Source: an optimization exercise on an open RTL-to-GDS flow (aim: small area, a short achievable clock period and few clock cycles per item). Production flows keep margins and buffers that such runs may drop. Where RTL was checked, it was by simulation tests only, not by an equivalence proof against the original. The RTL of runs 4 and 5 was laid out without a check of its function. No activity file was given, so power comes from the tool's default toggle rates.

<file path="flow/config.mk">
export PLATFORM = sky130hd
export DESIGN_NAME = winnow_dec
export DESIGN_NICKNAME = winnow_dec
export VERILOG_FILES = /design/flow/design.v
export SDC_FILE = /design/flow/constraint.sdc
export NUM_CORES = 4
export LEC_CHECK = 0
export CAP_MARGIN = 20
export CORE_MARGIN = 2
export CORE_UTILIZATION = 40
export CTS_CLUSTER_DIAMETER = 80
export CTS_CLUSTER_SIZE = 24
export SLEW_MARGIN = 20
export TNS_END_PERCENT = 5
</file>
<file path="flow/constraint.sdc">
create_clock -name core_clock -period 10.0 [get_ports {clk}]
set_input_delay 2.0000 -clock core_clock [delete_from_list [all_inputs] [get_ports {clk}]]
set_output_delay 2.0000 -clock core_clock [all_outputs]
set_load 0.01 [all_outputs]
</file>
<file path="flow/design.v">
module winnow_dec (
    input  wire        clk,
    input  wire        rst,
    input  wire        in_valid,
    output wire        in_ready,
    input  wire [7:0]  in_data,
    input  wire [6:0]  in_n,
    output wire        out_valid,
    input  wire        out_ready,
    output wire [31:0] out_data,
    output wire        out_last
);
    localparam S_HDR  = 2'd0;      
    localparam S_FLAG = 2'd1;      
    localparam S_RAW  = 2'd2;      
    localparam S_BITS = 2'd3;      
    localparam D_CODE = 1'b0;      
    localparam D_ESC  = 1'b1;      
    reg [1:0]  st;
    reg        ds;
    reg [6:0]  n;
    reg [4:0]  kk;
    reg [2:0]  lgk;                
    reg        fc;
    reg [1:0]  mode;
    reg [6:0]  cnt;                
    reg [1:0]  wc;                 
    reg        warm;               
    reg [5:0]  ar;                 
    reg [1:0]  bi;                 
    reg        irdy;               
    reg [511:0] ring;              
    reg [5:0]  s;                  
    reg [7:0]  flag_c;
    reg [31:0] fbuf;               
    reg [1:0]  c2;                 
    reg        fok;                
    reg [39:0] W;                  
    reg [5:0]  bcnt;
    reg        le32;               
    reg [7:0]  ib;                 
    reg        ibv;
    reg        rdyb;               
    reg        more;               
    reg [6:0]  lbr;                
    reg [4:0]  qacc;               
    reg        uv;
    reg [23:0] u;                  
    reg        up1, up2;           
    reg [7:0]  uflag;
    reg        ulast;
    reg        ov;
    reg [31:0] out_word;
    reg        olast;
    reg [23:0] x2;
    wire [23:0] x1 = out_word[31:8];
    assign in_ready  = irdy;
    assign out_valid = ov;
    assign out_data  = out_word;
    assign out_last  = olast;
    wire s2go    = uv && (!ov || out_ready);
    wire s1_free = !uv || s2go;
    wire [7:0] tap     = ring[32*s[5:2] +: 8];
    wire       tap_cur = (s[1:0] == 2'd0);
    wire       flag_ok = fc || fok || tap_cur;
    wire [1:0] fslot   = c2 + s[1:0];
    wire in_hdr  = (st == S_HDR);
    wire in_flag = (st == S_FLAG);
    wire in_raw  = (st == S_RAW);
    wire in_bits = (st == S_BITS);
    wire in_fire = in_valid && irdy;
    wire fetch   = in_fire && in_bits;
    wire merge   = ibv && le32;
    wire raw4    = in_fire && in_raw && (bi == 2'd3);
    wire        ones4   = &W[3:0];                   
    wire [1:0]  t2      = !W[0] ? 2'd0 : !W[1] ? 2'd1 : !W[2] ? 2'd2 : 2'd3;
    wire        zero_in = !ones4 && ({4'd0, t2} < bcnt);
    wire [6:0]  bk      = {1'b0, bcnt} + {2'b11, ~kk};   
    wire        fits    = !bk[6] && ({4'd0, t2} <= bk[5:0]);   
    wire        code_st = (ds == D_CODE) && !warm;
    wire [1:0]  tsel    = code_st ? t2 : 2'd0;
    wire [5:0]  c_code  = ar + {4'd0, tsel};
    wire [25:0] wsh    = W[26:1] >> t2;
    wire [22:0] kmask  = ~(23'h7FFFFF << kk);
    wire [22:0] low    = wsh[22:0] & kmask;
    wire [24:0] k1     = 25'd1 << kk;
    wire [24:0] qaccK  = {20'd0, qacc} << kk;
    wire [24:0] u_rice = qaccK | (t2[0] ? k1 : 25'd0) | (t2[1] ? {k1[23:0], 1'b0} : 25'd0) |
                         {2'd0, low};
    reg        go;                 
    reg        emit;
    reg        wait_bits;          
    reg        ones;               
    reg [23:0] u_n;
    reg        warm_n;
    reg        ds_n;
    reg [4:0]  qacc_n;
    always @(*) begin
        go        = 1'b0;
        emit      = 1'b0;
        wait_bits = 1'b0;
        ones      = 1'b0;
        u_n       = u_rice[24:1] ^ {24{u_rice[0]}};
        warm_n    = 1'b0;
        ds_n      = ds;
        qacc_n    = qacc;
        if (ds == D_ESC) begin
            if (bcnt >= 6'd27) begin
                go     = 1'b1;
                emit   = 1'b1;
                u_n    = W[24:1] ^ {24{W[0]}};
                ds_n   = D_CODE;
            end else
                wait_bits = 1'b1;
        end else if (warm) begin
            if (bcnt >= 6'd24) begin
                go     = 1'b1;
                emit   = 1'b1;
                u_n    = W[23:0];
                warm_n = 1'b1;
            end else
                wait_bits = 1'b1;
        end else if (ones4) begin
            go     = 1'b1;
            ones   = 1'b1;
            qacc_n = qacc + 5'd4;
            ds_n   = (qacc == 5'd28) ? D_ESC : D_CODE;
        end else if (zero_in && fits) begin
            go     = 1'b1;
            emit   = 1'b1;
            qacc_n = 5'd0;
        end else
            wait_bits = 1'b1;
        if (!in_bits || (emit && !(s1_free && flag_ok))) begin
            go     = 1'b0;
            emit   = 1'b0;
            ds_n   = ds;
            qacc_n = qacc;
        end
        if (!in_bits)
            wait_bits = 1'b0;
    end
    wire [5:0]  c = ones ? 6'd4 : c_code;
    wire last_code = (cnt == 7'd0);
    wire end_bits  = emit && last_code;
    wire [39:0] W_ins  = W | (merge ? ({32'd0, ib} << bcnt) : 40'd0);
    wire [5:0]  bpos   = bcnt - ar;
    wire [39:0] W_a    = (W >> ar) | (merge ? ({32'd0, ib} << bpos) : 40'd0);
    wire [39:0] W_sh   = ones ? (W_ins >> 4) : (W_a >> tsel);
    wire [39:0] W_next = go ? W_sh : W_ins;
    wire [5:0]  bcnt_m = bcnt + (merge ? 6'd8 : 6'd0);
    wire [5:0]  bcnt_n = go ? (bcnt_m - c) : bcnt_m;
    wire        le32_n = (bcnt_m <= 6'd32) || (go && c >= bcnt_m - 6'd32);
    wire [6:0]  cnt1    = (cnt == 7'd0) ? 7'd0 : cnt - 7'd1;
    wire [10:0] rest_sh = {4'd0, cnt1} << lgk;
    wire [5:0]  rest_lb = (rest_sh[10:6] != 5'd0) ? 6'd63 : rest_sh[5:0];
    wire [6:0]  held    = {1'b0, bcnt} + (ibv ? 7'd8 : 7'd0);
    wire        lb_a0   = held < lbr;
    wire        lb_a1   = (held + 7'd8) < lbr;
    wire        more_n  = wait_bits && !ibv && !fetch;
    wire        ibv_n  = in_bits && (fetch || (ibv && !merge));
    wire        rdyb_n = in_bits ? (more_n || (fetch ? lb_a1 : lb_a0)) : 1'b1;
    wire        le32_x = in_bits ? le32_n : 1'b1;
    wire        uv_n   = emit || (uv && !s2go);
    wire        ov_n   = s2go || raw4 || (ov && !out_ready);
    wire [1:0]  bi_n   = (in_fire && in_raw) ? bi + 2'd1 : (in_hdr ? 2'd0 : bi);
    wire        hdr_fire = in_hdr && in_fire;
    wire [1:0]  wc_n   = hdr_fire ? ((in_data[1:0] == 2'd3) ? 2'd0 : in_data[1:0]) :
                         (emit && warm_n) ? wc - 2'd1 : wc;
    wire [4:0]  kp1_n  = (hdr_fire ? in_data[7:3] : kk) + 5'd1;
    wire        ds_x   = hdr_fire ? D_CODE : ds_n;
    wire [5:0]  ar_n   = (ds_x == D_ESC) ? 6'd27 : (wc_n != 2'd0) ? 6'd24 : {1'b0, kp1_n};
    reg  [1:0]  st_n;
    always @(*) begin
        st_n = st;
        case (st)
            S_HDR:  if (in_fire) st_n = (in_data[1:0] == 2'd3) ? S_RAW : S_FLAG;
            S_FLAG: if (in_fire && (fc || last_code)) st_n = S_BITS;
            S_RAW:  if (raw4 && last_code) st_n = S_HDR;
            default: if (end_bits) st_n = S_HDR;
        endcase
    end
    reg  [1:0]  irdy_v;
    reg         fire_v, fetch_v, raw4_v, ibv_v, rdyb_v, s0_v;
    reg  [1:0]  bi_v, st_v;
    reg         ov_v;
    integer     vv;
    always @(*) begin
        for (vv = 0; vv < 2; vv = vv + 1) begin
            fire_v  = (vv == 1) && irdy;
            fetch_v = fire_v && in_bits;
            raw4_v  = fire_v && in_raw && (bi == 2'd3);
            ibv_v   = in_bits && (fetch_v || (ibv && !merge));
            rdyb_v  = in_bits ? ((wait_bits && !ibv && !fetch_v) || (fetch_v ? lb_a1 : lb_a0)) : 1'b1;
            ov_v    = s2go || raw4_v || (ov && !out_ready);
            bi_v    = (fire_v && in_raw) ? bi + 2'd1 : (in_hdr ? 2'd0 : bi);
            s0_v    = in_hdr || (in_flag && (fire_v || s == 6'd63));
            st_v    = st;
            case (st)
                S_HDR:  if (fire_v) st_v = (in_data[1:0] == 2'd3) ? S_RAW : S_FLAG;
                S_FLAG: if (fire_v && (fc || last_code)) st_v = S_BITS;
                S_RAW:  if (raw4_v && last_code) st_v = S_HDR;
                default: if (end_bits) st_v = S_HDR;
            endcase
            case (st_v)
                S_HDR:   irdy_v[vv] = 1'b1;
                S_FLAG:  irdy_v[vv] = (in_hdr ? in_data[2] : fc) || s0_v;
                S_RAW:   irdy_v[vv] = !uv_n && (bi_v != 2'd3 || !ov_v);
                default: irdy_v[vv] = rdyb_v && (!ibv_v || le32_x);
            endcase
        end
    end
    wire irdy_n = in_valid ? irdy_v[1] : irdy_v[0];
    wire [23:0] e  = u;
    wire [23:0] pa = (x1 & {24{up1}}) | ({x1[22:0], 1'b0} & {24{up2}});
    wire [23:0] pb = ~x2 & {24{up2}};
    wire        pc = up2;
    wire [23:0] cs_s = e ^ pa ^ pb;
    wire [23:0] cs_c = (e & pa) | (e & pb) | (pa & pb);
    wire [23:0] x    = cs_s + {cs_c[22:0], pc};
    always @(posedge clk) begin
        ring <= {ring[503:0], (in_fire && in_flag) ? in_data : ring[511:504]};
    end
    always @(posedge clk) begin
        fbuf[8*fslot +: 8] <= tap;
        if (fetch)
            ib <= in_data;
        if (s2go) begin
            out_word <= {x, uflag};
            olast    <= ulast;
            x2       <= x1;
        end else if (raw4) begin
            out_word <= {in_data, u[23:0]};
            olast    <= last_code;
        end
        if (emit) begin
            u     <= u_n;
            up1   <= !warm_n && (mode == 2'd1);
            up2   <= !warm_n && (mode == 2'd2);
            uflag <= fc ? flag_c : tap_cur ? tap : fbuf[8*c2 +: 8];
            ulast <= last_code;
        end else if (in_fire && in_raw) begin
            u[8*bi +: 8] <= in_data;
        end
    end
    always @(posedge clk) begin
        if (rst) begin
            st    <= S_HDR;
            irdy  <= 1'b1;
            ds    <= D_CODE;
            n     <= 7'd1;
            kk    <= 5'd0;
            lgk   <= 3'd0;
            fc    <= 1'b0;
            mode  <= 2'd0;
            cnt   <= 7'd0;
            wc    <= 2'd0;
            warm  <= 1'b0;
            ar    <= 6'd1;
            bi    <= 2'd0;
            s     <= 6'd0;
            flag_c <= 8'd0;
            c2    <= 2'd0;
            fok   <= 1'b0;
            W     <= 40'd0;
            bcnt  <= 6'd0;
            le32  <= 1'b1;
            ibv   <= 1'b0;
            rdyb  <= 1'b0;
            lbr   <= 7'd0;
            more  <= 1'b0;
            qacc  <= 5'd0;
            uv    <= 1'b0;
            ov    <= 1'b0;
        end else begin
            st   <= st_n;
            irdy <= irdy_n;
            ov   <= ov_n;
            uv   <= uv_n;
            bi   <= bi_n;
            W    <= in_bits ? W_next : 40'd0;
            bcnt <= in_bits ? bcnt_n : 6'd0;
            le32 <= le32_x;
            ibv  <= ibv_n;
            more <= in_bits && more_n;
            rdyb <= rdyb_n;
            lbr  <= {2'd0, kk} + {1'b0, rest_lb} + 7'd1;
            ds   <= ds_n;
            wc   <= wc_n;
            warm <= (wc_n != 2'd0);
            ar   <= ar_n;
            qacc <= qacc_n;
            case (st)
                S_HDR: begin
                    s <= 6'd0;
                    if (in_fire) begin
                        n    <= in_n;
                        cnt  <= in_n - 7'd1;
                        kk   <= in_data[7:3];
                        lgk  <= (in_data[7:3] >= 5'd15) ? 3'd4 :
                                (in_data[7:3] >= 5'd7)  ? 3'd3 :
                                (in_data[7:3] >= 5'd3)  ? 3'd2 :
                                (in_data[7:3] >= 5'd1)  ? 3'd1 : 3'd0;
                        fc   <= in_data[2];
                        mode <= in_data[1:0];
                        ds   <= D_CODE;
                        qacc <= 5'd0;
                    end
                end
                S_FLAG: begin
                    c2  <= 2'd0;
                    fok <= 1'b0;
                    if (in_fire) begin
                        flag_c <= in_data;
                        cnt    <= cnt - 7'd1;
                        if (fc || last_code) begin
                            cnt <= n - 7'd1;
                            s   <= n[5:0] - 6'd1;
                        end
                    end else begin
                        s <= s + 6'd1;
                    end
                end
                S_RAW: begin
                    if (raw4)
                        cnt <= cnt - 7'd1;
                end
                default: begin  
                    s <= emit ? s : s + 6'd1;
                    if (tap_cur)
                        fok <= 1'b1;
                    if (emit)
                        c2 <= c2 + 2'd1;
                    if (emit) begin
                        cnt <= cnt - 7'd1;
                    end
                end
            endcase
        end
    end
endmodule
</file>
<file path="flow/flow/run.sh">
#!/bin/bash
set -euo pipefail
sed "s/CLKGATE_MAP_FILE= /CLKGATE_MAP_FILE= SETUP_SLACK_MARGIN=6.3 'BUFFER_PORTS_ARGS=-buffer_cell sky130_fd_sc_hd__buf_2' /" standard.sh > standard_margin.sh
bash standard_margin.sh > make_flow.log 2>&1
</file>
<file path="flow/standard.sh">
#!/bin/bash
# synth_recipe.tcl (not shown) runs the flow's synth.tcl, then flattens the netlist and writes it again
# the make line also repeats each setting of config.mk as NAME=value (left out here)
make -C /OpenROAD-flow-scripts/flow DESIGN_CONFIG=/design/flow/config.mk WORK_HOME=/design/flow/orfs CLKGATE_MAP_FILE= SYNTH_SCRIPT=/design/flow/synth_recipe.tcl "${@:-finish}"
</file>
==> results of run 1 <==
[metal layers]
metal	GRT usage, %	vias to the layer above
li1	-	11500
met1	30.8	11900
met2	34.1	1054
met3	3.37	241
met4	8.04	10
met5	0	-
[logic make-up (layout without fill, tap and decap cells)]
| logic type | Yosys count | after routing | share of synthesized area (%) |
|---|---|---|---|
| xor+xnor | 100 | 100 | 2.68 |
| mux | 225 | 225 | 10.6 |
| flops | 762 | 762 | 49.4 |
| buf+inv | 386 | 419 | 4.84 |
| simple gates | 808 | 808 | 11.2 |
| fa+ha+maj | 118 | 118 | 5.14 |
| compound gates | 804 | 804 | 16.2 |
| other cells | 0 | 2 | 0 |
[flip-flops by register name, summed over array words and instances (netlist names), 7 cells and up]
| name | cells |
|---|---|
| n | 7 |
| lbr | 7 |
| fbuf | 32 |
| ring | 512 |
| cnt | 7 |
| ib | 8 |
| out_word | 32 |
| u | 24 |
| x2 | 24 |
| flag_c | 8 |
| W | 40 |
| uflag | 8 |
[layout make-up]
type | count | area [um2] | area share [%]
flip-flops and latches | 762 | 16300 | 44.2
multi-input cells | 2055 | 15600 | 42.4
repair buffers | 173 | 1450 | 3.94
well taps | 1070 | 1340 | 3.64
clock buffers | 49 | 1150 | 3.13
inverters | 181 | 719 | 1.95
clock inverters | 16 | 264 | 0.717
diodes | 2 | 5.00 | 0.0136
[report_power, final]
part / internal, uW / total, uW / switching [uW]
logic: 479 / 1190 / 711
registers: 3230 / 3310 / 82.0
clock network: 892 / 1960 / 1070
total: 4600 / 6460 / 1860
[worst max-delay path: stages, from the launching register on]
cell,delay [ns]
dfxtp_2,0.43
ha_4,0.34
clkinvlp_4,0.48
o21ai_0,0.29
a22oi_1,0.10
nand3b_1,0.16
a21boi_1,0.17
buf_4,0.29
or2_2,0.30
mux2i_1,0.14
a221oi_1,0.64
a21oi_1,0.16
[stage by stage]
step | setup slack (ns) | hold slack (ns)
floorplan | 6.27 | 0.310
global placement | 5.29 | 0.310
detailed placement | 5.23 | 0.312
CTS | 6.19 | 0.296
global route | 6.11 | 0.298
finish | 6.25 | 0.310
[timing repair]
item	4_1_cts	5_1_grt
endpoints found under the hold margin	0	0
gates cloned	3	5
pin swaps	11	25
setup endpoints to repair	154	107
gates resized for setup	80	94
setup buffers	20	45
[placed cells by master, fill, tap and decap left out, types with 11 or more instances in the layout]
cell type	count
a221oi_1	42
a21o_1	23
and2_1	19
o31ai_1	13
inv_1	167
a21oi_1	181
a211o_1	11
xor2_1	56
o21ai_0	173
o21ai_1	32
nand2_1	326
a222oi_1	17
a31oi_1	13
o211ai_1	20
clkbuf_16	50
a211oi_1	29
nor3_1	45
and3_1	11
a22o_1	13
or2_2	12
mux2i_1	98
xnor2_1	39
o22ai_1	37
mux4_2	96
mux2_2	21
a22oi_1	44
dfxtp_1	649
buf_2	54
nor2b_1	23
edfxtp_1	100
nor2_1	201
ha_1	78
nand2b_1	45
buf_4	97
a221o_1	11
fa_1	27
nand3_1	45
[path summary, 6_finish.rpt]
kind,from,end,cells past startpoint
setup / recovery,W[0]$_SDFF_PP0_,u[1]$_DFFE_PP_,11
hold / removal,ring[431]$_DFF_P_,ring[439]$_DFF_P_,0
setup reg to reg,W[0]$_SDFF_PP0_,u[1]$_DFFE_PP_,11
hold reg to reg,ring[431]$_DFF_P_,ring[439]$_DFF_P_,0
==> impl_metrics.env, run 1 <==
export IMPL_status="no timing/DRC/antenna violations"
export IMPL_hold_violations=0
export IMPL_grt_util_all_layers_pct=21.9
export IMPL_fmax_mhz=267
export IMPL_fillers=7730
export IMPL_syn_num_nets=3339
export IMPL_place_gp_congestion=0.997
export IMPL_via_count=24600
export IMPL_grt_max_degree=70
export IMPL_ys_warn_count=1
export IMPL_finalCritPeriodShare_pct=37.5
export IMPL_total_power_uw=6460
export IMPL_postRouteAntennaNets=0
export IMPL_worst_pin_slew_ns=1.08
export IMPL_final_nets=3353
export IMPL_max_slew_margin_pct=28.0
export IMPL_grt_overflow=0
export IMPL_grt_antenna_before_repair=7
export IMPL_synth_edf_count=100
export IMPL_drv_cap=0
export IMPL_die_h_um=291
export IMPL_dieArea_um2=84600
export IMPL_ys_flop_type="dfxtp_1"
export IMPL_drt_initial_drc_count=2765
export IMPL_tritoncts="built"
export IMPL_path_class="reg2reg"
export IMPL_cp_arrival_ns=4.12
export IMPL_final_layout_size_suffix_gt1_share_pct=15.9
export IMPL_wl_per_cell_um=22.3
export IMPL_critPathMaxFanout=21
export IMPL_netlist_area_um2=32900
export IMPL_grt_pass1_vias=23300
export IMPL_routed_via_density=5.72
export IMPL_ys_seq_area_share_pct=49.4
export IMPL_dp_cells=4168
export IMPL_cts_path_max_buffers=3
export IMPL_clock_sinks=762
export IMPL_finalCriticalPeriod_ns=3.75
export IMPL_worst_r2r_setup_slack_ns=6.25
export IMPL_startpoint_type="flop"
export IMPL_ys_types=107
export IMPL_cts_clk_slew_worst_paths_ns=0.10
export IMPL_synth_most_common_cell="dfxtp_1"
export IMPL_grt_pass1_wl_mm=145
export IMPL_min_path_type="reg2reg"
export IMPL_netlist_instances=3203
export IMPL_skew_ns=0.0646
export IMPL_finalNonFillerCells=4308
export IMPL_dr_pass1_iters=7
export IMPL_design_area_um2=36800
export IMPL_clock_latency_ns=0.63
export IMPL_wl_met3_mm=7.48
export IMPL_design_core_area_um2=81800
export IMPL_setup_viol=0
export IMPL_area_delta_synth_final_pct=11.8
export IMPL_required_ns=10.37
export IMPL_tns_ns=0
export IMPL_synth_common_cells="662 x dfxtp_1, 332 x nand2_1, 205 x nor2_1"
export IMPL_cts_buffers=44
export IMPL_slew_viol_final=0
export IMPL_htreeDepth=2
export IMPL_vdd_drop_max_v=0.000173
export IMPL_routed_wl_mm=96.1
export IMPL_yosys_area_top_type="dfxtp_1"
export IMPL_initial_core_util_pct=40.2
export IMPL_dp_hpwl_mm=65.9
export IMPL_highest_layer="met5"
export IMPL_synth_top_cell_area_share_pct=40.3
export IMPL_fp_row_count=105
export IMPL_wl_met1_mm=42.3
export IMPL_route_met2_wl_mm=42.3
export IMPL_die_x_um=291
export IMPL_root_buffer="clkbuf_16"
export IMPL_place_area_um2=34000
export IMPL_rsz0062_at_grt="true"
export IMPL_fin_util_pct=45.0
export IMPL_avgSynthCellArea_um2=10.3
export IMPL_yosys_top_cells_area="dfxtp_1 40%, edfxtp_1 9.1%, mux4_2 6.6%, nand2_1 3.8%, ha_1 3.3%"
export IMPL_p_per_area_nw_per_um2=175
export IMPL_leakagePower_uw=0.0143
export IMPL_synth_seq_cells=762
export IMPL_drc=0
export IMPL_endpoint_kind="flop"
export IMPL_io_buffers=53
export IMPL_io_pins=54
export IMPL_synthArstFlopShare_pct=0
export IMPL_cts_hold_buffers=0
Testbench counts, summed over its fixed seeds: cycles 36,056, blocks 320.
==> inputs of run 2 (changes only) <==
==> flow/flow/run.sh (replaced) <==
#!/bin/bash
set -euo pipefail
sed "s/CLKGATE_MAP_FILE= /CLKGATE_MAP_FILE= SETUP_SLACK_MARGIN=6.0 'BUFFER_PORTS_ARGS=-buffer_cell sky130_fd_sc_hd__buf_2' /" standard.sh > standard_margin.sh
bash standard_margin.sh > make_flow.log 2>&1
==> impl_metrics.env, run 2 <==
export IMPL_final_nets=3306
export IMPL_via_count=24200
export IMPL_netlist_area_um2=32900
export IMPL_htreeDepth=2
export IMPL_grt_pass1_vias=23100
export IMPL_finalCriticalPeriod_ns=3.94
export IMPL_clock_latency_ns=0.62
export IMPL_synthMuxAreaShare_pct=10.6
export IMPL_p_per_area_nw_per_um2=175
export IMPL_ys_warn_count=1
export IMPL_globalRouteMet2Util_pct=33.5
export IMPL_cts_path_max_buffers=3
export IMPL_required_ns=10.35
export IMPL_worst_r2r_setup_slack_ns=6.06
export IMPL_crit_path_top_delay_cell="inv_1"
export IMPL_startpoint_type="flop"
export IMPL_tritoncts="built"
export IMPL_synth_xor_area_share_pct=2.68
export IMPL_synthArstFlopShare_pct=0
export IMPL_syn_num_nets=3339
export IMPL_netlist_instances=3203
export IMPL_path_delay_family="compound AO/OA/AOI/OAI gates"
export IMPL_synth_most_common_cell="dfxtp_1"
export IMPL_synth_edf_count=100
export IMPL_tns_ns=0
export IMPL_synth_simple_area_share_pct=11.2
export IMPL_grt_pass1_wl_mm=143
export IMPL_final_layout_size_suffix_gt1_share_pct=12.6
export IMPL_place_gp_congestion=0.995
export IMPL_cp_arrival_ns=4.30
export IMPL_cts_hold_buffers=0
export IMPL_wl_per_cell_um=22.0
export IMPL_synth_common_cells="662 x dfxtp_1, 332 x nand2_1, 205 x nor2_1"
export IMPL_vdd_drop_max_v=0.000190
export IMPL_synthAdderAreaFrac_pct=5.14
export IMPL_slowest_delay_ns=0.65
export IMPL_area_delta_synth_final_pct=8.79
export IMPL_synth_compound_area_share_pct=16.2
export IMPL_mostFrequentLayoutCell="dfxtp_1"
export IMPL_design_core_area_um2=81800
export IMPL_critPathMaxFanout=35
export IMPL_drv_cap=0
export IMPL_grt_overflow=0
export IMPL_drc=0
export IMPL_grtUsageMet1_pct=30.7
export IMPL_drt_initial_drc_count=2888
export IMPL_clock_sinks=762
export IMPL_synth_top_cell_area_share_pct=40.3
export IMPL_crit_buf_inv=3
export IMPL_path_cells="buf_12, ha_4, inv_1, o21ai_0, a22oi_1, nand3b_1, a21boi_1, buf_4, nand2_1, mux2i_1, a221oi_1, a21oi_1"
export IMPL_reg2reg_depth=12
export IMPL_routed_via_density=5.68
export IMPL_io_pins=54
export IMPL_grt_util_all_layers_pct=21.6
export IMPL_routed_wl_mm=93.6
export IMPL_path_class="reg2reg"
export IMPL_dp_hpwl_mm=65.6
export IMPL_leakagePower_uw=0.0139
export IMPL_endpoint_kind="flop"
export IMPL_skew_ns=0.0324
export IMPL_slew_viol_final=0
export IMPL_fin_util_pct=43.8
export IMPL_yosys_area_top_type="dfxtp_1"
export IMPL_finalCritPeriodShare_pct=39.4
export IMPL_grt_max_degree=70
export IMPL_hold_violations=0
export IMPL_max_slew_margin_pct=18.3
export IMPL_min_path_type="reg2reg"
export IMPL_rsz0062_at_grt="true"
export IMPL_grt_antenna_before_repair=9
export IMPL_grt_util_met3_pct=3.11
export IMPL_dr_pass1_iters=8
export IMPL_fmax_mhz=254
export IMPL_ys_flop_type="dfxtp_1"
export IMPL_ys_types=107
export IMPL_top_regs="ring (512), W (40)"
export IMPL_io_buffers=53
export IMPL_mostFrequentLayoutCells="651 x dfxtp_1, 330 x nand2_1, 201 x nor2_1, 184 x a21oi_1, 177 x o21ai_0"
export IMPL_crit_cells=12
export IMPL_postRouteAntennaNets=0
export IMPL_worst_pin_slew_ns=1.22
export IMPL_largest_reg_flops=512
export IMPL_cts_buffers=43
export IMPL_synth_seq_cells=762
export IMPL_dieArea_um2=84600
export IMPL_ys_seq_area_share_pct=49.4
export IMPL_fp_row_count=105
export IMPL_setup_viol=0
export IMPL_avgSynthCellArea_um2=10.3
export IMPL_status="no timing/DRC/antenna violations"
export IMPL_regMostFlops="ring"
export IMPL_root_buffer="clkbuf_16"
export IMPL_grt_busiest_layer="met2"
export IMPL_initial_core_util_pct=40.2
export IMPL_holdPathStages=0
export IMPL_yosys_top_cells_area="dfxtp_1 40%, edfxtp_1 9.1%, mux4_2 6.6%, nand2_1 3.8%, ha_1 3.3%"
export IMPL_die_h_um=291
export IMPL_synth_top_family_by_area="compound AO/OA/AOI/OAI gates"
export IMPL_die_x_um=291
export IMPL_cts_clk_slew_worst_paths_ns=0.10
run 2: through the flow:
step	cells	hold WS, ns	area (um2)	setup WS, ns	total power, uW
floorplan	3203	0.310	32900	6.04	4140
global placement	4164	0.309	33900	5.14	4410
detailed placement	4164	0.312	34000	5.02	4410
CTS	4236	0.312	35400	5.83	6280
global route	4261	0.334	35800	5.87	6550
finish	4262	0.319	35800	6.06	6280
run 2: area by class of cell:
class | count | area, um2
Timing Repair Buffer | 127 | 900
Tap cell | 1070 | 1340
Clock buffer | 46 | 1090
Fill cell | 7815 | 46000
Clock inverter | 17 | 206
Inverter | 181 | 699
Antenna cell | 4 | 10.0
Sequential cell | 762 | 16300
Multi-Input combinational cell | 2055 | 15300
run 2: worst paths after layout:
check / startpoint / to
setup / recovery: W[0]$_SDFF_PP0_ / u[1]$_DFFE_PP_
hold / removal: ring[436]$_DFF_P_ / ring[444]$_DFF_P_
setup reg to reg: W[0]$_SDFF_PP0_ / u[1]$_DFFE_PP_
hold reg to reg: ring[436]$_DFF_P_ / ring[444]$_DFF_P_
run 2: kinds of logic (layout without fill, tap and decap cells):
family                     after synthesis  count (layout)
AOI/OAI and AO/OA                      804             804
xor gates and xnor gates               100             100
buffers and inverters                  386             371
other                                    0               4
adders and majority gates              118             118
DFF                                    762             762
and+or+nand+nor                        808             808
muxes                                  225             225
run 2: timing repair:
| item | 4_1_cts | 5_1_grt |
|---|---|---|
| gates resized for setup | 35 | 45 |
| gates cloned | 0 | 0 |
| setup buffers | 9 | 22 |
| pin swaps | 1 | 11 |
| setup endpoints to repair | 140 | 108 |
| hold endpoints to repair | 0 | 0 |
run 2: routing by layer:
metal / vias up / wire length (um)
met4: 6 / 3350
met3: 197 / 6950
met5: - / 34
li1: 11400 / -
met2: 1003 / 41200
met1: 11600 / 42100
run 2: power by group:
group / switching [uW] / total, uW / internal, uW
clock network: 1050 / 1870 / 821
registers: 73.7 / 3310 / 3230
logic: 679 / 1110 / 428
==> inputs of run 3 (changes only) <==
==> flow/flow/run.sh (replaced) <==
#!/bin/bash
set -euo pipefail
sed "s/CLKGATE_MAP_FILE= /CLKGATE_MAP_FILE= SETUP_SLACK_MARGIN=6.5 'BUFFER_PORTS_ARGS=-buffer_cell sky130_fd_sc_hd__buf_2' /" standard.sh > standard_margin.sh
bash standard_margin.sh > make_flow.log 2>&1
==> impl_metrics.env, run 3 <==
export IMPL_status="no timing/DRC/antenna violations"
export IMPL_ys_types=107
export IMPL_grt_overflow=0
export IMPL_mostFrequentLayoutCell="dfxtp_1"
export IMPL_cts_hold_buffers=0
export IMPL_cp_arrival_ns=4.23
export IMPL_ys_seq_area_share_pct=49.4
export IMPL_worst_pin_slew_ns=1.04
export IMPL_place_gp_congestion=1.03
export IMPL_worst_r2r_setup_slack_ns=6.24
export IMPL_regMostFlops="ring"
export IMPL_die_x_um=291
export IMPL_drc=0
export IMPL_synth_top_cell_area_share_pct=40.3
export IMPL_startpoint_type="flop"
export IMPL_path_class="reg2reg"
export IMPL_rr_endpoint="W[6]$_SDFF_PP0_"
export IMPL_holdCritStartpoint="ring[407]$_DFF_P_"
export IMPL_leakagePower_uw=0.0144
export IMPL_root_buffer="clkbuf_16"
export IMPL_rsz0062_at_grt="true"
export IMPL_dp_hpwl_mm=66.2
export IMPL_wl_per_cell_um=22.5
export IMPL_p_per_area_nw_per_um2=174
export IMPL_holdPathStages=0
export IMPL_crit_path_top_delay_cell="dfxtp_2"
export IMPL_synth_edf_count=100
export IMPL_tns_ns=0
export IMPL_io_buffers=53
export IMPL_synth_seq_cells=762
export IMPL_place_area_um2=34000
export IMPL_design_area_um2=37000
export IMPL_largest_reg_flops=512
export IMPL_initial_core_util_pct=40.2
export IMPL_fmax_mhz=266
export IMPL_total_power_uw=6440
export IMPL_grt_pass1_wl_mm=147
export IMPL_slew_viol_final=0
export IMPL_path_cells="clkinvlp_4, ha_1, inv_1, fa_2, buf_12, mux2i_1, o21ai_1, mux2_2, mux2i_2, o221ai_2, mux2_2, a211oi_1, a211oi_1"
export IMPL_grt_max_degree=70
export IMPL_final_layout_size_suffix_gt1_share_pct=15.9
export IMPL_grt_pass1_vias=23900
export IMPL_fillers=7666
export IMPL_finalCritPeriodShare_pct=37.6
export IMPL_synth_most_common_cell="dfxtp_1"
export IMPL_finalCriticalPeriod_ns=3.76
export IMPL_mostFrequentLayoutCells="648 x dfxtp_1, 325 x nand2_1, 200 x nor2_1, 176 x a21oi_1, 169 x o21ai_0"
export IMPL_top_regs="ring (512), W (40)"
export IMPL_tritoncts="built"
export IMPL_max_slew_margin_pct=30.7
export IMPL_final_nets=3354
export IMPL_avgSynthCellArea_um2=10.3
export IMPL_postRouteAntennaNets=0
export IMPL_area_delta_synth_final_pct=12.5
export IMPL_crit_reg2reg_launch="bcnt[0]$_SDFFE_PP0N_"
export IMPL_endpoint_kind="flop"
export IMPL_critPathMaxFanout=6
export IMPL_fp_row_count=105
export IMPL_routed_wl_mm=97.1
export IMPL_routed_via_density=5.82
export IMPL_synth_common_cells="662 x dfxtp_1, 332 x nand2_1, 205 x nor2_1"
export IMPL_drt_initial_drc_count=2916
export IMPL_cts_buffers=45
export IMPL_cts_clk_slew_worst_paths_ns=0.08
export IMPL_netlist_area_um2=32900
export IMPL_grt_util_all_layers_pct=22.3
export IMPL_io_pins=54
export IMPL_ys_flop_type="dfxtp_1"
export IMPL_required_ns=10.47
export IMPL_dieArea_um2=84600
export IMPL_dr_pass1_iters=9
export IMPL_min_path_type="reg2reg"
export IMPL_yosys_top_cells_area="dfxtp_1 40%, edfxtp_1 9.1%, mux4_2 6.6%, nand2_1 3.8%, ha_1 3.3%"
export IMPL_die_h_um=291
export IMPL_setup_viol=0
export IMPL_design_core_area_um2=81800
export IMPL_reg2reg_depth=13
export IMPL_clock_latency_ns=0.63
export IMPL_yosys_area_top_type="dfxtp_1"
export IMPL_clock_sinks=762
export IMPL_htreeDepth=2
export IMPL_grt_antenna_before_repair=7
export IMPL_hold_path_end="ring[415]$_DFF_P_"
export IMPL_synthArstFlopShare_pct=0
export IMPL_ys_warn_count=1
export IMPL_cts_path_max_buffers=3
export IMPL_syn_num_nets=3339
export IMPL_slowest_delay_ns=0.46
export IMPL_via_count=25100
export IMPL_vdd_drop_max_v=0.000188
export IMPL_drv_cap=0
export IMPL_skew_ns=0.0499
export IMPL_netlist_instances=3203
export IMPL_hold_violations=0
run 3: stage by stage:
| step | util (%) | hold slack, ns | setup WS (ns) | std cells |
|---|---|---|---|---|
| after floorplan | - | 0.310 | 6.29 | 3203 |
| after global placement | 41.5 | 0.310 | 5.38 | 4168 |
| after detailed placement | 41.5 | 0.312 | 5.34 | 4168 |
| after CTS | 44.8 | 0.296 | 6.32 | 4291 |
| after global routing | 45.3 | 0.310 | 6.10 | 4307 |
| final | 45.3 | 0.303 | 6.24 | 4309 |
run 3: cell families (layout without fill, tap and decap cells):
group / count (synthesis) / after routing / share of synthesized area, %
xor gates and xnor gates: 100 / 100 / 2.68
adders and majority gates: 118 / 118 / 5.14
other: 0 / 3 / 0
and+or+nand+nor: 808 / 809 / 11.2
muxes: 225 / 225 / 10.6
buffers and inverters: 386 / 418 / 4.84
AOI/OAI and AO/OA: 804 / 804 / 16.2
DFF: 762 / 762 / 49.4
run 3: repair_timing:
item | in CTS | in global routing
setup endpoints to repair | 158 | 118
pin swaps | 23 | 27
gates cloned | 8 | 1
gates resized for setup | 142 | 54
setup buffers | 50 | 14
run 3: layout make-up:
type / count / area, um2 / share of cell area (%)
multi-input combinational: 2056 / 15700 / 42.5
timing repair buffer: 172 / 1530 / 4.13
clock buffer: 49 / 1150 / 3.11
tap: 1070 / 1340 / 3.61
antenna: 3 / 7.51 / 0.0203
clock inverter: 16 / 272 / 0.733
inverter: 181 / 736 / 1.99
sequential: 762 / 16300 / 43.9
run 3: worst max-delay path: cells and delay by family (launching register included):
kind / cells / cell delay [ns]
compound gates: 4 / 0.72
buf+inv: 3 / 0.46
fa+ha+maj: 2 / 0.70
mux: 4 / 1.29
flops: 1 / 0.46
run 3: worst max path at each step:
stage	startpoint	endpoint	slack, ns
CTS	up2$_DFFE_PN_	out_word[20]$_DFFE_PP_	6.32
floorplan	out_ready	out_word[10]$_DFFE_PP_	6.29
global route	W[2]$_SDFF_PP0_	irdy$_SDFF_PP1_	6.10
detailed placement	W[0]$_SDFF_PP0_	irdy$_SDFF_PP1_	5.34
global placement	W[0]$_SDFF_PP0_	irdy$_SDFF_PP1_	5.38
finish	bcnt[0]$_SDFFE_PP0N_	W[6]$_SDFF_PP0_	6.24
run 3: metal layers:
| metal | vias up | track usage (%) | wire (um) |
|---|---|---|---|
| met3 | 279 | 3.54 | 7590 |
| li1 | 11500 | - | - |
| met2 | 1199 | 34.8 | 42800 |
| met4 | 8 | 9.87 | 4700 |
| met5 | - | 0 | 46 |
| met1 | 12100 | 30.7 | 41900 |
run 3: where the power goes:
group	switching [uW]	internal [uW]
registers	76.8	3230
logic	714	478
clock network	1070	871
==> inputs of run 4 (changes only) <==
--- a/flow/design.v
+++ b/flow/design.v
@@ -26,7 +26,7 @@
     reg [6:0]  cnt;                
     reg [1:0]  wc;                 
     reg        warm;               
-    reg [5:0]  ar;                 
+    reg [4:0]  am;                 
     reg [1:0]  bi;                 
     reg        irdy;               
     reg [511:0] ring;              
@@ -79,7 +79,7 @@
     wire        fits    = !bk[6] && ({4'd0, t2} <= bk[5:0]);   
     wire        code_st = (ds == D_CODE) && !warm;
     wire [1:0]  tsel    = code_st ? t2 : 2'd0;
-    wire [5:0]  c_code  = ar + {4'd0, tsel};
+    wire [5:0]  c_code  = {1'b0, am} + {4'd0, tsel} + 6'd1;
     wire [25:0] wsh    = W[26:1] >> t2;
     wire [22:0] kmask  = ~(23'h7FFFFF << kk);
     wire [22:0] low    = wsh[22:0] & kmask;
@@ -144,8 +144,8 @@
     wire last_code = (cnt == 7'd0);
     wire end_bits  = emit && last_code;
     wire [39:0] W_ins  = W | (merge ? ({32'd0, ib} << bcnt) : 40'd0);
-    wire [5:0]  bpos   = bcnt - ar;
-    wire [39:0] W_a    = (W >> ar) | (merge ? ({32'd0, ib} << bpos) : 40'd0);
+    wire [5:0]  bpos   = bcnt + {1'b1, ~am};
+    wire [39:0] W_a    = (W[39:1] >> am) | (merge ? ({32'd0, ib} << bpos) : 40'd0);
     wire [39:0] W_sh   = ones ? (W_ins >> 4) : (W_a >> tsel);
     wire [39:0] W_next = go ? W_sh : W_ins;
     wire [5:0]  bcnt_m = bcnt + (merge ? 6'd8 : 6'd0);
@@ -167,9 +167,9 @@
     wire        hdr_fire = in_hdr && in_fire;
     wire [1:0]  wc_n   = hdr_fire ? ((in_data[1:0] == 2'd3) ? 2'd0 : in_data[1:0]) :
                          (emit && warm_n) ? wc - 2'd1 : wc;
-    wire [4:0]  kp1_n  = (hdr_fire ? in_data[7:3] : kk) + 5'd1;
+    wire [4:0]  k_n    = hdr_fire ? in_data[7:3] : kk;
     wire        ds_x   = hdr_fire ? D_CODE : ds_n;
-    wire [5:0]  ar_n   = (ds_x == D_ESC) ? 6'd27 : (wc_n != 2'd0) ? 6'd24 : {1'b0, kp1_n};
+    wire [4:0]  am_n   = (ds_x == D_ESC) ? 5'd26 : (wc_n != 2'd0) ? 5'd23 : k_n;
     reg  [1:0]  st_n;
     always @(*) begin
         st_n = st;
@@ -256,7 +256,7 @@
             cnt   <= 7'd0;
             wc    <= 2'd0;
             warm  <= 1'b0;
-            ar    <= 6'd1;
+            am    <= 5'd0;
             bi    <= 2'd0;
             s     <= 6'd0;
             flag_c <= 8'd0;
@@ -288,7 +288,7 @@
             ds   <= ds_n;
             wc   <= wc_n;
             warm <= (wc_n != 2'd0);
-            ar   <= ar_n;
+            am   <= am_n;
             qacc <= qacc_n;
             case (st)
                 S_HDR: begin
==> flow/flow/run.sh (replaced) <==
#!/bin/bash
set -euo pipefail
sed "s/CLKGATE_MAP_FILE= /CLKGATE_MAP_FILE= SETUP_SLACK_MARGIN=6.3 'BUFFER_PORTS_ARGS=-buffer_cell sky130_fd_sc_hd__buf_2' /" standard.sh > standard_margin.sh
bash standard_margin.sh > make_flow.log 2>&1
==> impl_metrics.env, run 4 <==
export IMPL_status="no timing/DRC/antenna violations"
export IMPL_reg2reg_depth=15
export IMPL_synthArstFlopShare_pct=0
export IMPL_place_gp_congestion=0.989
export IMPL_via_count=24700
export IMPL_regMostFlops="ring"
export IMPL_critPathMaxFanout=7
export IMPL_yosys_top_cells_area="dfxtp_1 40%, edfxtp_1 9.1%, mux4_2 7.4%, nand2_1 3.4%, ha_1 3.3%"
export IMPL_synth_common_cells="662 x dfxtp_1, 302 x nand2_1, 190 x a21oi_1"
export IMPL_grt_pass1_vias=23100
export IMPL_startpoint_type="flop"
export IMPL_min_path_type="reg2reg"
export IMPL_multiInputGateArea_um2=16100
export IMPL_cts_path_max_buffers=3
export IMPL_cts_clk_slew_worst_paths_ns=0.10
export IMPL_initial_core_util_pct=40.3
export IMPL_rr_endpoint="out_word[30]$_DFFE_PP_"
export IMPL_cts_buffers=42
export IMPL_tns_ns=0
export IMPL_postRouteAntennaNets=0
export IMPL_fp_row_count=105
export IMPL_clock_sinks=762
export IMPL_drv_cap=0
export IMPL_pwr_share_comb_pct=22.3
export IMPL_area_delta_synth_final_pct=12.8
export IMPL_grt_max_degree=61
export IMPL_dp_cells=4105
export IMPL_io_pins=54
export IMPL_synth_edf_count=100
export IMPL_wl_per_cell_um=22.5
export IMPL_p_int_uw=4760
export IMPL_finalNonFillerCells=4240
export IMPL_final_layout_size_suffix_gt1_share_pct=17.2
export IMPL_ys_flop_type="dfxtp_1"
export IMPL_netSwitchingPower_uw=2090
export IMPL_required_ns=10.46
export IMPL_p_per_area_nw_per_um2=184
export IMPL_dieArea_um2=84800
export IMPL_final_nets=3291
export IMPL_worst_pin_slew_ns=1.11
export IMPL_crit_start="up1$_DFFE_PN_"
export IMPL_crit_reg2reg_launch="up1$_DFFE_PN_"
export IMPL_tritoncts="built"
export IMPL_slew_viol_final=0
export IMPL_hold_violations=0
export IMPL_yosys_area_top_type="dfxtp_1"
export IMPL_endpoint_kind="flop"
export IMPL_rsz0062_at_grt="true"
export IMPL_vdd_drop_max_v=0.000144
export IMPL_synth_seq_cells=762
export IMPL_largest_reg_flops=512
export IMPL_grt_util_all_layers_pct=21.5
export IMPL_setup_viol=0
export IMPL_fmax_mhz=255
export IMPL_top_regs="ring (512), W (40)"
export IMPL_synth_most_common_cell="dfxtp_1"
export IMPL_ys_types=88
export IMPL_dp_hpwl_mm=63.7
export IMPL_n_antenna_cell=0
export IMPL_p_clk_share_pct=27.6
export IMPL_holdCritStartpoint="ring[304]$_DFF_P_"
export IMPL_routed_via_density=5.83
export IMPL_synth_top_cell_area_share_pct=40.1
export IMPL_grt_overflow=0
export IMPL_grt_pass1_wl_mm=142
export IMPL_syn_num_nets=3282
export IMPL_cp_arrival_ns=4.39
export IMPL_seq_area_um2=16300
export IMPL_cts_hold_buffers=0
export IMPL_max_slew_margin_pct=26.1
export IMPL_root_buffer="clkbuf_16"
export IMPL_ys_seq_area_share_pct=49.2
export IMPL_ys_warn_count=1
export IMPL_grt_antenna_before_repair=10
export IMPL_skew_ns=0.0466
export IMPL_netlist_area_um2=33000
export IMPL_die_x_um=291
export IMPL_netlist_instances=3147
export IMPL_routed_wl_mm=95.6
export IMPL_worst_r2r_setup_slack_ns=6.07
export IMPL_finalCriticalPeriod_ns=3.93
export IMPL_htreeDepth=2
export IMPL_fillers=7651
export IMPL_dr_pass1_iters=6
export IMPL_avgSynthCellArea_um2=10.5
export IMPL_sw_frac_of_total_pct=30.5
export IMPL_endpoint="out_word[30]$_DFFE_PP_"
export IMPL_clock_latency_ns=0.63
export IMPL_mostFrequentLayoutCell="dfxtp_1"
export IMPL_io_buffers=53
export IMPL_finalCritPeriodShare_pct=39.3
export IMPL_design_core_area_um2=81800
export IMPL_path_class="reg2reg"
export IMPL_drc=0
export IMPL_leakagePower_uw=0.0143
export IMPL_die_h_um=291
export IMPL_drt_initial_drc_count=2652
export IMPL_mostFrequentLayoutCells="646 x dfxtp_1, 298 x nand2_1, 183 x a21oi_1, 183 x o21ai_0, 170 x nor2_1"
export IMPL_pwr_share_seq_pct=50.1
==> run 4: cell count changes after synthesis, moves of 16 or more <==
cell / change
nand2_1: -30
a222oi_1: -16
a221oi_1: +18
mux2i_1: -37
nor2_1: -33
o22ai_1: -19
mux2_2: +21
==> run 4: area by class of cell <==
type | instances | area share (%)
clock inverter | 12 | 0.541
multi-input combinational | 2013 | 43.1
tap | 1070 | 3.60
timing repair buffer | 165 | 4.09
inverter | 172 | 1.90
clock buffer | 46 | 3.00
sequential | 762 | 43.8
==> run 4: critical path: stages, from the launching register on <==
cell and delay (ns):
edfxtp_1 0.46, buf_12 0.17, and2_1 0.14, fa_1 0.44
ha_2 0.20, inv_2 0.05, fa_2 0.21, nor2b_2 0.05
o31a_1 0.27, o22a_2 0.28, a2111o_1 0.41, a21oi_2 0.18
o21ai_2 0.08, o311a_1 0.37, o21a_1 0.21, o31ai_2 0.22
==> run 4: power by group through the flow <==
stage / Sequential (uW) / Combinational [uW] / Clock, uW
2_1_floorplan: 3430 / 1040 / 0
3_3_place_gp: 3480 / 1340 / 0
3_5_place_dp: 3480 / 1340 / 0
4_1_cts: 3420 / 1390 / 1940
5_1_grt: 3450 / 1660 / 2050
6_report: 3430 / 1530 / 1890
==> run 4: per-layer routing <==
layer	GRT usage [%]	vias to the layer above	part of all wire (%)
li1	-	11400	-
met1	30.8	12000	45
met2	32.5	1119	43
met3	3.78	224	7.9
met4	7.78	20	3.9
met5	0	-	0.13
==> run 4: cells by family (layout without fill, tap and decap cells) <==
| group | Yosys count | after routing | share of synthesized area [%] |
|---|---|---|---|
| and+or+nand+nor | 771 | 773 | 10.8 |
| muxes | 232 | 232 | 11.9 |
| buffers and inverters | 375 | 395 | 4.59 |
| adders and majority gates | 117 | 117 | 5.09 |
| AOI/OAI and AO/OA | 797 | 798 | 16.0 |
| DFF | 762 | 762 | 49.2 |
| xor gates and xnor gates | 93 | 93 | 2.47 |
==> run 4: how the worst min path moves through the flow <==
stage                        end  depth (start not counted)
6_report       ring[312]$_DFF_P_                          0
5_1_grt         ring[68]$_DFF_P_                          0
4_1_cts        ring[131]$_DFF_P_                          0
3_5_place_dp   ring[455]$_DFF_P_                          0
3_3_place_gp    ring[97]$_DFF_P_                          0
2_1_floorplan  ring[100]$_DFF_P_                          0
==> run 4: repair_timing <==
action,4_1_cts,5_1_grt
setup buffers,20,43
gates cloned,6,8
setup endpoints to repair,150,153
gates resized for setup,96,137
pin swaps,14,39
==> run 4: through the flow <==
| stage | util [%] | total power [uW] | hold WS, ns | area, um2 | worst slack (ns) |
|---|---|---|---|---|---|
| after global routing | 45.5 | 7160 | 0.332 | 37200 | 5.96 |
| after CTS | 44.2 | 6740 | 0.323 | 36100 | 6.07 |
| final | 45.5 | 6850 | 0.307 | 37200 | 6.07 |
| after floorplan | - | 4460 | 0.310 | 33100 | 6.15 |
| after global placement | 41.7 | 4820 | 0.310 | 34100 | 5.09 |
| after detailed placement | 41.7 | 4830 | 0.312 | 34100 | 5.06 |
==> inputs of run 5 (changes only) <==
--- a/flow/design.v
+++ b/flow/design.v
@@ -26,7 +26,7 @@
     reg [6:0]  cnt;                
     reg [1:0]  wc;                 
     reg        warm;               
-    reg [4:0]  am;                 
+    reg [5:0]  ar;                 
     reg [1:0]  bi;                 
     reg        irdy;               
     reg [511:0] ring;              
@@ -72,14 +72,17 @@
     wire fetch   = in_fire && in_bits;
     wire merge   = ibv && le32;
     wire raw4    = in_fire && in_raw && (bi == 2'd3);
+    wire        ones8   = &W[7:0];                   
     wire        ones4   = &W[3:0];                   
     wire [1:0]  t2      = !W[0] ? 2'd0 : !W[1] ? 2'd1 : !W[2] ? 2'd2 : 2'd3;
     wire        zero_in = !ones4 && ({4'd0, t2} < bcnt);
     wire [6:0]  bk      = {1'b0, bcnt} + {2'b11, ~kk};   
     wire        fits    = !bk[6] && ({4'd0, t2} <= bk[5:0]);   
+    wire        take8   = ones8 && (qacc <= 5'd24);
+    wire        take4   = ones4 && (qacc <= 5'd28);
     wire        code_st = (ds == D_CODE) && !warm;
     wire [1:0]  tsel    = code_st ? t2 : 2'd0;
-    wire [5:0]  c_code  = {1'b0, am} + {4'd0, tsel} + 6'd1;
+    wire [5:0]  c_code  = ar + {4'd0, tsel};
     wire [25:0] wsh    = W[26:1] >> t2;
     wire [22:0] kmask  = ~(23'h7FFFFF << kk);
     wire [22:0] low    = wsh[22:0] & kmask;
@@ -90,7 +93,7 @@
     reg        go;                 
     reg        emit;
     reg        wait_bits;          
-    reg        ones;               
+    reg [1:0]  csel;               
     reg [23:0] u_n;
     reg        warm_n;
     reg        ds_n;
@@ -99,7 +102,7 @@
         go        = 1'b0;
         emit      = 1'b0;
         wait_bits = 1'b0;
-        ones      = 1'b0;
+        csel      = 2'd0;
         u_n       = u_rice[24:1] ^ {24{u_rice[0]}};
         warm_n    = 1'b0;
         ds_n      = ds;
@@ -120,9 +123,14 @@
                 warm_n = 1'b1;
             end else
                 wait_bits = 1'b1;
-        end else if (ones4) begin
+        end else if (take8) begin
             go     = 1'b1;
-            ones   = 1'b1;
+            csel   = 2'd2;
+            qacc_n = qacc + 5'd8;
+            ds_n   = (qacc == 5'd24) ? D_ESC : D_CODE;
+        end else if (take4) begin
+            go     = 1'b1;
+            csel   = 2'd1;
             qacc_n = qacc + 5'd4;
             ds_n   = (qacc == 5'd28) ? D_ESC : D_CODE;
         end else if (zero_in && fits) begin
@@ -140,17 +148,33 @@
         if (!in_bits)
             wait_bits = 1'b0;
     end
-    wire [5:0]  c = ones ? 6'd4 : c_code;
+    wire [5:0]  c = (csel == 2'd2) ? 6'd8 : (csel == 2'd1) ? 6'd4 : c_code;
     wire last_code = (cnt == 7'd0);
     wire end_bits  = emit && last_code;
     wire [39:0] W_ins  = W | (merge ? ({32'd0, ib} << bcnt) : 40'd0);
-    wire [5:0]  bpos   = bcnt + {1'b1, ~am};
-    wire [39:0] W_a    = (W[39:1] >> am) | (merge ? ({32'd0, ib} << bpos) : 40'd0);
-    wire [39:0] W_sh   = ones ? (W_ins >> 4) : (W_a >> tsel);
-    wire [39:0] W_next = go ? W_sh : W_ins;
+    wire [5:0]  bpos   = (ds == D_ESC) ? bcnt - 6'd27 : warm ? bcnt - 6'd24 : bk[5:0];
+    wire [39:0] W_a    = (W >> ar) | (merge ? ({32'd0, ib} << bpos) : 40'd0);
+    wire [39:0] W_sh   = (csel == 2'd2) ? (W_ins >> 8) :
+                         (csel == 2'd1) ? (W_ins >> 4) : (W_a >> tsel);
+    wire        direct = fetch && !ibv && wait_bits;
+    wire [39:0] W_dir  = {32'd0, in_data} << bcnt;
+    wire [39:0] W_next = go ? W_sh : (direct ? (W_ins | W_dir) : W_ins);
     wire [5:0]  bcnt_m = bcnt + (merge ? 6'd8 : 6'd0);
-    wire [5:0]  bcnt_n = go ? (bcnt_m - c) : bcnt_m;
-    wire        le32_n = (bcnt_m <= 6'd32) || (go && c >= bcnt_m - 6'd32);
+    wire [5:0]  xm     = bpos + (merge ? 6'd8 : 6'd0);      
+    wire [5:0]  xm_t   = xm - {4'd0, tsel};
+    reg         le_x;                                     
+    always @(*) begin
+        case (tsel)
+            2'd0:    le_x = !xm[5] || (xm == 6'd32);
+            2'd1:    le_x = !xm[5] || (xm <= 6'd33);
+            2'd2:    le_x = !xm[5] || (xm <= 6'd34);
+            default: le_x = !xm[5] || (xm <= 6'd35);
+        endcase
+    end
+    wire [5:0]  bcnt_g = (csel == 2'd2) ? bcnt_m - 6'd8 : (csel == 2'd1) ? bcnt_m - 6'd4 : xm_t;
+    wire        le32_g = (csel == 2'd2) ? 1'b1 : (csel == 2'd1) ? (bcnt_m <= 6'd36) : le_x;
+    wire [5:0]  bcnt_n = go ? bcnt_g : (direct ? bcnt + 6'd8 : bcnt_m);
+    wire        le32_n = go ? le32_g : (direct ? (bcnt <= 6'd24) : (bcnt_m <= 6'd32));
     wire [6:0]  cnt1    = (cnt == 7'd0) ? 7'd0 : cnt - 7'd1;
     wire [10:0] rest_sh = {4'd0, cnt1} << lgk;
     wire [5:0]  rest_lb = (rest_sh[10:6] != 5'd0) ? 6'd63 : rest_sh[5:0];
@@ -158,7 +182,7 @@
     wire        lb_a0   = held < lbr;
     wire        lb_a1   = (held + 7'd8) < lbr;
     wire        more_n  = wait_bits && !ibv && !fetch;
-    wire        ibv_n  = in_bits && (fetch || (ibv && !merge));
+    wire        ibv_n  = in_bits && ((fetch && !direct) || (ibv && !merge));
     wire        rdyb_n = in_bits ? (more_n || (fetch ? lb_a1 : lb_a0)) : 1'b1;
     wire        le32_x = in_bits ? le32_n : 1'b1;
     wire        uv_n   = emit || (uv && !s2go);
@@ -167,9 +191,9 @@
     wire        hdr_fire = in_hdr && in_fire;
     wire [1:0]  wc_n   = hdr_fire ? ((in_data[1:0] == 2'd3) ? 2'd0 : in_data[1:0]) :
                          (emit && warm_n) ? wc - 2'd1 : wc;
-    wire [4:0]  k_n    = hdr_fire ? in_data[7:3] : kk;
+    wire [4:0]  kp1_n  = (hdr_fire ? in_data[7:3] : kk) + 5'd1;
     wire        ds_x   = hdr_fire ? D_CODE : ds_n;
-    wire [4:0]  am_n   = (ds_x == D_ESC) ? 5'd26 : (wc_n != 2'd0) ? 5'd23 : k_n;
+    wire [5:0]  ar_n   = (ds_x == D_ESC) ? 6'd27 : (wc_n != 2'd0) ? 6'd24 : {1'b0, kp1_n};
     reg  [1:0]  st_n;
     always @(*) begin
         st_n = st;
@@ -190,7 +214,7 @@
             fire_v  = (vv == 1) && irdy;
             fetch_v = fire_v && in_bits;
             raw4_v  = fire_v && in_raw && (bi == 2'd3);
-            ibv_v   = in_bits && (fetch_v || (ibv && !merge));
+            ibv_v   = in_bits && ((fetch_v && !(!ibv && wait_bits)) || (ibv && !merge));
             rdyb_v  = in_bits ? ((wait_bits && !ibv && !fetch_v) || (fetch_v ? lb_a1 : lb_a0)) : 1'b1;
             ov_v    = s2go || raw4_v || (ov && !out_ready);
             bi_v    = (fire_v && in_raw) ? bi + 2'd1 : (in_hdr ? 2'd0 : bi);
@@ -223,7 +247,7 @@
     end
     always @(posedge clk) begin
         fbuf[8*fslot +: 8] <= tap;
-        if (fetch)
+        if (fetch && !direct)
             ib <= in_data;
         if (s2go) begin
             out_word <= {x, uflag};
@@ -256,7 +280,7 @@
             cnt   <= 7'd0;
             wc    <= 2'd0;
             warm  <= 1'b0;
-            am    <= 5'd0;
+            ar    <= 6'd1;
             bi    <= 2'd0;
             s     <= 6'd0;
             flag_c <= 8'd0;
@@ -288,7 +312,7 @@
             ds   <= ds_n;
             wc   <= wc_n;
             warm <= (wc_n != 2'd0);
-            am   <= am_n;
+            ar   <= ar_n;
             qacc <= qacc_n;
             case (st)
                 S_HDR: begin
==> impl_metrics.env, run 5 <==
export IMPL_path_class="in2reg"
export IMPL_syn_num_nets=3680
export IMPL_yosys_top_cells_area="dfxtp_1 38%, edfxtp_1 8.6%, mux4_2 6.1%, nand2_1 4.1%, a21oi_1 3.4%"
export IMPL_io_pins=54
export IMPL_final_nets=3651
export IMPL_rr_endpoint="out_word[24]$_DFFE_PP_"
export IMPL_design_core_area_um2=86600
export IMPL_dieArea_um2=89700
export IMPL_grt_pass1_wl_mm=163
export IMPL_clock_latency_ns=0.63
export IMPL_cts_buffers=43
export IMPL_via_count=27800
export IMPL_worst_r2r_setup_slack_ns=6.27
export IMPL_place_gp_congestion=1.02
export IMPL_setup_viol=0
export IMPL_largest_reg_flops=512
export IMPL_mostFrequentLayoutCells="647 x dfxtp_1, 373 x nand2_1, 226 x nor2_1, 224 x a21oi_1, 195 x o21ai_0"
export IMPL_mostFrequentLayoutCell="dfxtp_1"
export IMPL_critPathMaxFanout=13
export IMPL_synth_seq_cells=762
export IMPL_startpoint_type="input port"
export IMPL_seq_area_um2=16300
export IMPL_grt_overflow=0
export IMPL_drv_cap=0
export IMPL_max_slew_margin_pct=25.5
export IMPL_fmax_mhz=267
export IMPL_synth_common_cells="662 x dfxtp_1, 378 x nand2_1, 237 x a21oi_1"
export IMPL_tritoncts="built"
export IMPL_hold_path_end="ring[466]$_DFF_P_"
export IMPL_cts_hold_buffers=0
export IMPL_synth_most_common_cell="dfxtp_1"
export IMPL_grt_pass1_vias=26000
export IMPL_die_x_um=300
export IMPL_die_h_um=300
export IMPL_drt_initial_drc_count=3344
export IMPL_finalCritPeriodShare_pct=37.5
export IMPL_synth_top_cell_area_share_pct=37.9
export IMPL_avgSynthCellArea_um2=9.84
export IMPL_cts_clk_slew_worst_paths_ns=0.09
export IMPL_hold_violations=0
export IMPL_setup_ws_ns=6.25
export IMPL_synthArstFlopShare_pct=0
export IMPL_netlist_instances=3551
export IMPL_required_ns=10.55
export IMPL_postRouteAntennaNets=0
export IMPL_wl_per_cell_um=23.6
export IMPL_holdCritStartpoint="ring[458]$_DFF_P_"
export IMPL_yosys_area_top_type="dfxtp_1"
export IMPL_ys_warn_count=1
export IMPL_netlist_area_um2=34900
export IMPL_tns_ns=0
export IMPL_ys_flop_type="dfxtp_1"
export IMPL_clock_sinks=762
export IMPL_top_regs="ring (512), W (40)"
export IMPL_vdd_drop_max_v=0.000157
export IMPL_root_buffer="clkbuf_16"
export IMPL_holdPathStages=0
export IMPL_multiInputGateArea_um2=18000
export IMPL_htreeDepth=2
export IMPL_crit_reg2reg_launch="up2$_DFFE_PN_"
export IMPL_endpoint_kind="flop"
export IMPL_worst_pin_slew_ns=1.11
export IMPL_rsz0062_at_grt="true"
export IMPL_cp_arrival_ns=4.29
export IMPL_initial_core_util_pct=40.3
export IMPL_final_layout_size_suffix_gt1_share_pct=16.1
export IMPL_regMostFlops="ring"
export IMPL_synth_edf_count=100
export IMPL_pre_cts_slack_ns=4.58
export IMPL_drc=0
export IMPL_p_per_area_nw_per_um2=165
export IMPL_routed_via_density=5.92
export IMPL_leakagePower_uw=0.0146
export IMPL_area_delta_synth_final_pct=12.5
export IMPL_routed_wl_mm=111
export IMPL_fp_row_count=108
export IMPL_fillers=8150
export IMPL_min_path_type="reg2reg"
export IMPL_ys_types=93
export IMPL_dp_hpwl_mm=74.2
export IMPL_finalCriticalPeriod_ns=3.75
export IMPL_io_buffers=53
export IMPL_skew_ns=0.0332
export IMPL_grt_util_all_layers_pct=23.5
export IMPL_status="no timing/DRC/antenna violations"
export IMPL_ys_seq_area_share_pct=46.5
export IMPL_reg2reg_depth=16
export IMPL_dr_pass1_iters=8
export IMPL_cts_path_max_buffers=3
export IMPL_slew_viol_final=0
export IMPL_grt_max_degree=73
export IMPL_grt_antenna_before_repair=9
run 5: changes by cell type after synthesis, sizes merged, moves of 16 or more:
cell / delta
nand2: +74
nor2: +65
a21oi: +47
mux2i: +39
o22ai: +34
mux4: -25
buf: +23
clkbuf: +23
xnor2: +22
o21ai: +16
run 5: logic make-up after synthesis:
| family | synth area share, % |
|---|---|
| DFF | 46.5 |
| AOI/OAI and AO/OA | 18.2 |
| and+or+nand+nor | 12.0 |
| muxes | 10.8 |
| buffers and inverters | 4.95 |
| xor gates and xnor gates | 2.91 |
| adders and majority gates | 4.58 |
run 5: stage by stage:
stage,std cells,hold WS [ns],utilization (%),total power (uW),instance area (um2)
after detailed placement,4558,0.312,41.5,4430,36000
after CTS,4662,0.318,44.2,6430,38300
after floorplan,3551,0.310,-,4130,34900
final,4694,0.311,45.4,6490,39300
after global routing,4694,0.326,45.4,6760,39300
after global placement,4558,0.310,41.5,4430,36000
run 5: final cells by class:
class | instances | area share (%)
Antenna cell | 1 | 0.00637
Multi-Input combinational cell | 2368 | 45.7
Tap cell | 1155 | 3.68
Timing Repair Buffer | 171 | 3.77
Timing Repair inverter | 1 | 0.0127
Inverter | 175 | 1.78
Clock inverter | 16 | 0.697
Clock buffer | 45 | 2.87
Sequential cell | 762 | 41.5
run 5: what timing repair did:
item	4_1_cts	5_1_grt
pin swaps	18	33
buffers inserted	37	26
setup endpoints to repair	162	107
cloned	6	5
resized for setup	129	138
run 5: worst max-delay path by stage:
| stage | start | to | slack [ns] | depth (start not counted) |
|---|---|---|---|---|
| after floorplan | up2$_DFFE_PN_ | out_word[31]$_DFFE_PP_ | 6.16 | 16 |
| after global placement | kk[4]$_SDFFE_PP0P_ | s[3]$_SDFFE_PP0P_ | 4.68 | 14 |
| after detailed placement | kk[4]$_SDFFE_PP0P_ | s[0]$_SDFFE_PP0P_ | 4.58 | 14 |
| after CTS | up2$_DFFE_PN_ | out_word[24]$_DFFE_PP_ | 6.22 | 15 |
| after global routing | up2$_DFFE_PN_ | out_word[30]$_DFFE_PP_ | 6.12 | 16 |
| final | in_data[3] | W[8]$_SDFF_PP0_ | 6.25 | 8 |
run 5: worst max-delay path, stage by stage:
cell and delay (ns):
buf_2 0.45, mux2_2 0.29, nor2_1 0.04, a21oi_1 0.26, mux2i_1 0.21, o21ai_0 0.59, a211oi_1 0.21, a211oi_1 0.23
run 5: routing by layer:
layer	global-route usage (%)	up-vias	part of all wire, %
li1	-	12700	-
met1	32.5	13300	43
met2	35.7	1363	44
met3	4.23	339	8.5
met4	11.1	14	5.2
met5	0	-	0.082
run 5: report_power, final:
group          total [uW]  leakage, uW  switching [uW]  internal (uW)
clock                1960     0.000682            1060            893
sequential           3320      0.00628            84.9           3230
combinational        1220      0.00765             753            464

afterwards: timing with drivers on the ports:
Ports are ideal in the flow. The routed layouts listed here were re-timed in OpenROAD. Step 1, drivers: a clkbuf_16 drives clk and a buf_2 each remaining input, both assumed. Step 2 also shifts input and output timing later by t, the mid clock arrival at the registers, as if the neighbouring blocks saw the same clock. a / b / c = ideal / step 1 / step 2; a / b = the first two.
| run | shift t [ns] | slack for setup (ns) | worst setup path after step 2 | worst slew at a driven data input, ns | cell pins on the clock port's net |
|---|---|---|---|---|---|
| run 1 | 0.662 | 6.249 / 6.219 / 5.556 | input to register | 0.12 | 1 |
| run 2 | 0.664 | 6.059 / 5.977 / 5.313 | input to register | 0.16 | 1 |
| run 3 | 0.672 | 6.235 / 6.235 / 5.570 | input to register | 0.12 | 1 |
| run 4 | 0.669 | 6.072 / 6.072 / 5.560 | input to register | 0.14 | 1 |
| run 5 | 0.674 | 6.253 / 6.265 / 5.591 | input to register | 0.10 | 1 |
After both steps setup and hold are still met in every run listed. The setup slack of run 2, which loses most, moves by -0.082 ns with the drivers and by -0.746 ns with both steps.
